From an optimization exercise on the open Yosys and OpenROAD flow, aimed at small area, a short achievable clock period and few clock cycles per item; shortcuts taken in it are not production practice. In this exercise RTL edits were held to simulation tests only and were not proved equivalent to the original.

Design de_sha2_core, start of the top module:
module de_sha2_core (
    input  wire         clk,
    input  wire         rst,           
    input  wire         in_valid,
    output wire         in_ready,
    input  wire [31:0]  in_data,
    input  wire         in_last,       
    input  wire         in_mode,       
    output wire         out_valid,
    input  wire         out_ready,
    output wire [255:0] out_digest
);
Size in the first run: about 4300 cells after synthesis, roughly 1100 flip-flops.
export LEC_CHECK = 0
export ABC_AREA = 1
export CAP_MARGIN = 20
export CORE_MARGIN = 2
export CORE_UTILIZATION = 60
export CTS_BUF_LIST = sky130_fd_sc_hd__clkbuf_16
export CTS_CLUSTER_DIAMETER = 80
export CTS_CLUSTER_SIZE = 30
export PLACE_DENSITY = 0.72
export SETUP_SLACK_MARGIN = 5.0
export SLEW_MARGIN = 20
create_clock -name core_clock -period 10.0 [get_ports {clk}]
run.sh (not shown) runs the stock make flow with config.mk's settings and CLKGATE_MAP_FILE= SYNTH_SCRIPT=/design/flow/synth_recipe.tcl, a recipe that flattens the netlist after the stock synthesis.
The baseline produced a clean layout.
Testbench counts at the start, summed over its fixed seeds: cycles 66,376, blocks 952.
Then changed:
==> flow/flow/run.sh (new file) <==
#!/bin/bash
# Layout flow: the standard ORFS layout (standard.sh, unchanged synthesis,
# floorplan, power grid, placement, CTS and routing) with two settings passed
# to ORFS through its own environment variables:
#  - the port buffers that ORFS inserts on every input and output use
#    sky130_fd_sc_hd__buf_1 instead of the cell buffer_ports picks by default;
#  - clock tree synthesis runs with the same options as the standard flow
#    (sink clustering, clock net repair, clkbuf_16, clusters of at most 25
#    sinks within 60 um) but without dummy loads.
# Every tool's output goes to standard.log here; ORFS also keeps its per-step
# logs under orfs/logs.
set -euo pipefail
cd "$(dirname "$0")/.."
export BUFFER_PORTS_ARGS="-buffer_cell sky130_fd_sc_hd__buf_1"
export CTS_ARGS="-sink_clustering_enable -repair_clock_nets -sink_clustering_size 25 -sink_clustering_max_diameter 60 -buf_list sky130_fd_sc_hd__clkbuf_16 -dont_use_dummy_load"
bash standard.sh > standard.log 2>&1
==> flow/standard.sh (new file) <==
#!/bin/bash
# synth_recipe.tcl (not shown) runs the flow's synth.tcl, then flattens the netlist and writes it again
# the make line also repeats each setting of config.mk as NAME=value (left out here)
make -C /OpenROAD-flow-scripts/flow DESIGN_CONFIG=/design/flow/config.mk WORK_HOME=/design/flow/orfs CLKGATE_MAP_FILE= SYNTH_SCRIPT=/design/flow/synth_recipe.tcl "${@:-finish}"
- ABC_AREA: 1 -> default
- CTS_CLUSTER_DIAMETER: 80 -> 60
- CTS_CLUSTER_SIZE: 30 -> 25
removed: flow/run.sh
=> The new run passed the timing, design-rule and antenna checks. Count of clock-buffer cells in the layout increases by 23. Utilization decreases by 1.2 points. Setup slack degrades by 0.016 ns. Routed wire length decreases by 5.9%. Flip-flop and latch count is unchanged.

* * *

Starting RTL as in the previous note.
Design de_sha2_core, start of the top module:
module de_sha2_core (
    input  wire         clk,
    input  wire         rst,           
    input  wire         in_valid,
    output wire         in_ready,
    input  wire [31:0]  in_data,
    input  wire         in_last,       
    input  wire         in_mode,       
    output wire         out_valid,
    input  wire         out_ready,
    output wire [255:0] out_digest
);
==> flow/config.mk <==
export PLATFORM = sky130hd
export DESIGN_NAME = de_sha2_core
export DESIGN_NICKNAME = de_sha2_core
export VERILOG_FILES = /design/flow/design.v
export SDC_FILE = /design/flow/constraint.sdc
export NUM_CORES = 4
export LEC_CHECK = 0
export ABC_AREA = 1
export CAP_MARGIN = 20
export CORE_MARGIN = 2
export CORE_UTILIZATION = 60
export CTS_BUF_LIST = sky130_fd_sc_hd__clkbuf_16
export CTS_CLUSTER_DIAMETER = 60
export CTS_CLUSTER_SIZE = 25
export PLACE_DENSITY = 0.72
export SETUP_SLACK_MARGIN = 5.0
export SLEW_MARGIN = 20
==> flow/constraint.sdc <==
create_clock -name core_clock -period 10.0 [get_ports {clk}]
set_input_delay 2.0000 -clock core_clock [delete_from_list [all_inputs] [get_ports {clk}]]
set_output_delay 2.0000 -clock core_clock [all_outputs]
set_load 0.01 [all_outputs]
standard.sh (not shown) runs the stock make flow with config.mk's settings and CLKGATE_MAP_FILE= SYNTH_SCRIPT=/design/flow/synth_recipe.tcl, a recipe that flattens the netlist after the stock synthesis.
==> flow/flow/run.sh <==
#!/bin/bash
# Layout flow: the standard ORFS layout (standard.sh, unchanged synthesis,
# floorplan, power grid, placement, CTS and routing) with two settings passed
# to ORFS through its own environment variables:
#  - the port buffers that ORFS inserts on every input and output use
#    sky130_fd_sc_hd__buf_1 instead of the cell buffer_ports picks by default;
#  - clock tree synthesis runs with the same options as the standard flow
#    (sink clustering, clock net repair, clkbuf_16, clusters of at most 25
#    sinks within 60 um) but without dummy loads.
# Every tool's output goes to standard.log here; ORFS also keeps its per-step
# logs under orfs/logs.
set -euo pipefail
cd "$(dirname "$0")/.."
export BUFFER_PORTS_ARGS="-buffer_cell sky130_fd_sc_hd__buf_1"
export CTS_ARGS="-sink_clustering_enable -repair_clock_nets -sink_clustering_size 25 -sink_clustering_max_diameter 60 -buf_list sky130_fd_sc_hd__clkbuf_16 -dont_use_dummy_load"
bash standard.sh > standard.log 2>&1
The first run finished clean.
Testbench counts at the start, summed over its fixed seeds: cycles 66,376, blocks 952.
Rerun with:
==> flow/run.sh (new file) <==
#!/bin/bash
# synth_recipe.tcl (not shown) runs the flow's synth.tcl, then flattens the netlist and writes it again
# the make line also repeats each setting of config.mk as NAME=value (left out here)
make -C /OpenROAD-flow-scripts/flow DESIGN_CONFIG=/design/flow/config.mk WORK_HOME=/design/flow/orfs CLKGATE_MAP_FILE= SYNTH_SCRIPT=/design/flow/synth_recipe.tcl finish
- ABC_AREA: 1 -> default
- CTS_CLUSTER_DIAMETER: 60 -> 80
- CTS_CLUSTER_SIZE: 25 -> 30
removed: flow/flow/run.sh
removed: flow/standard.sh
Hold slack improved by 0.061 ns.
Global-route usage goes down by 1.3 points.
Sequential share of layout area goes down by 2.2 points.
Synthesized cell count goes down by 7.3%.
Routed wire length goes down by 2.3%.
Final cell count goes down by 5.5%.
Die area hardly moves.
Cell area goes up by 5.1%.
Setup slack got worse by 0.022 ns.
Rerun with:
==> flow/flow/run.sh (new file) <==
#!/bin/bash
# Layout flow: the standard ORFS layout (standard.sh, unchanged synthesis,
# floorplan, power grid, placement, CTS and routing) with two settings passed
# to ORFS through its own environment variables:
#  - the port buffers that ORFS inserts on every input and output use
#    sky130_fd_sc_hd__buf_1 instead of the cell buffer_ports picks by default;
#  - clock tree synthesis runs with the same options as the standard flow
#    (sink clustering, clock net repair, clkbuf_16, clusters of at most 30
#    sinks within 75 um) but without dummy loads.
# Every tool's output goes to standard.log here; ORFS also keeps its per-step
# logs under orfs/logs.
set -euo pipefail
cd "$(dirname "$0")/.."
export BUFFER_PORTS_ARGS="-buffer_cell sky130_fd_sc_hd__buf_1"
export CTS_ARGS="-sink_clustering_enable -repair_clock_nets -sink_clustering_size 30 -sink_clustering_max_diameter 75 -buf_list sky130_fd_sc_hd__clkbuf_16 -dont_use_dummy_load"
bash standard.sh > standard.log 2>&1
==> flow/standard.sh (new file) <==
#!/bin/bash
# synth_recipe.tcl (not shown) runs the flow's synth.tcl, then flattens the netlist and writes it again
# the make line also repeats each setting of config.mk as NAME=value (left out here)
make -C /OpenROAD-flow-scripts/flow DESIGN_CONFIG=/design/flow/config.mk WORK_HOME=/design/flow/orfs CLKGATE_MAP_FILE= SYNTH_SCRIPT=/design/flow/synth_recipe.tcl "${@:-finish}"
- ABC_AREA: default -> 1
- CTS_CLUSTER_DIAMETER: 80 -> 75
removed: flow/run.sh
=>
- critical path depth fell by 3
- global-route usage rose by 1.1 points
- setup slack is better by 0.040 ns
- flip-flop and latch count does not change
- first-iteration DRC count fell by about 22%
- cell area fell by about 6%
- utilization fell by 4.2 points
- wire length rose by about 1.8%
- cell count rose by 5.5%
- synthesized cell count rose by about 8%

what the ideal ports hide:
Ports are ideal in the flow. The routed layouts listed here were re-timed in OpenROAD.
Step 1: set_driving_cell puts a clkbuf_16 on clk and a buf_2 on each other input, an assumption about the parent block.
Step 2 adds t to the input delays and takes it off the output delays; t is the mean of the earliest and latest rising clock arrival at the registers after step 1. Input paths then give back, and output paths get back, about the clock's delay inside the block.
Three values: ideal, step 1, step 2; two values: the first two.
| run | t, ns | slack for setup (ns) | worst setup path after step 2 |
|---|---|---|---|
| the first run of note 1 | 0.731 | 4.935 / 4.935 / 4.935 | register to register |
| the second run of note 1 | 0.682 | 4.919 / 4.919 / 4.919 | register to register |
| the first run of note 2 | 0.679 | 5.028 / 5.028 / 5.028 | register to register |
| the second run of note 2 | 0.740 | 5.007 / 5.007 / 4.881 | input to register |
| the third run of note 2 | 0.688 | 5.047 / 5.047 / 5.047 | register to register |
After both steps every run listed still meets setup and hold. For the second run of note 2, which loses most, drivers alone change the setup slack by 0.000 ns; drivers and shift together by -0.126 ns.
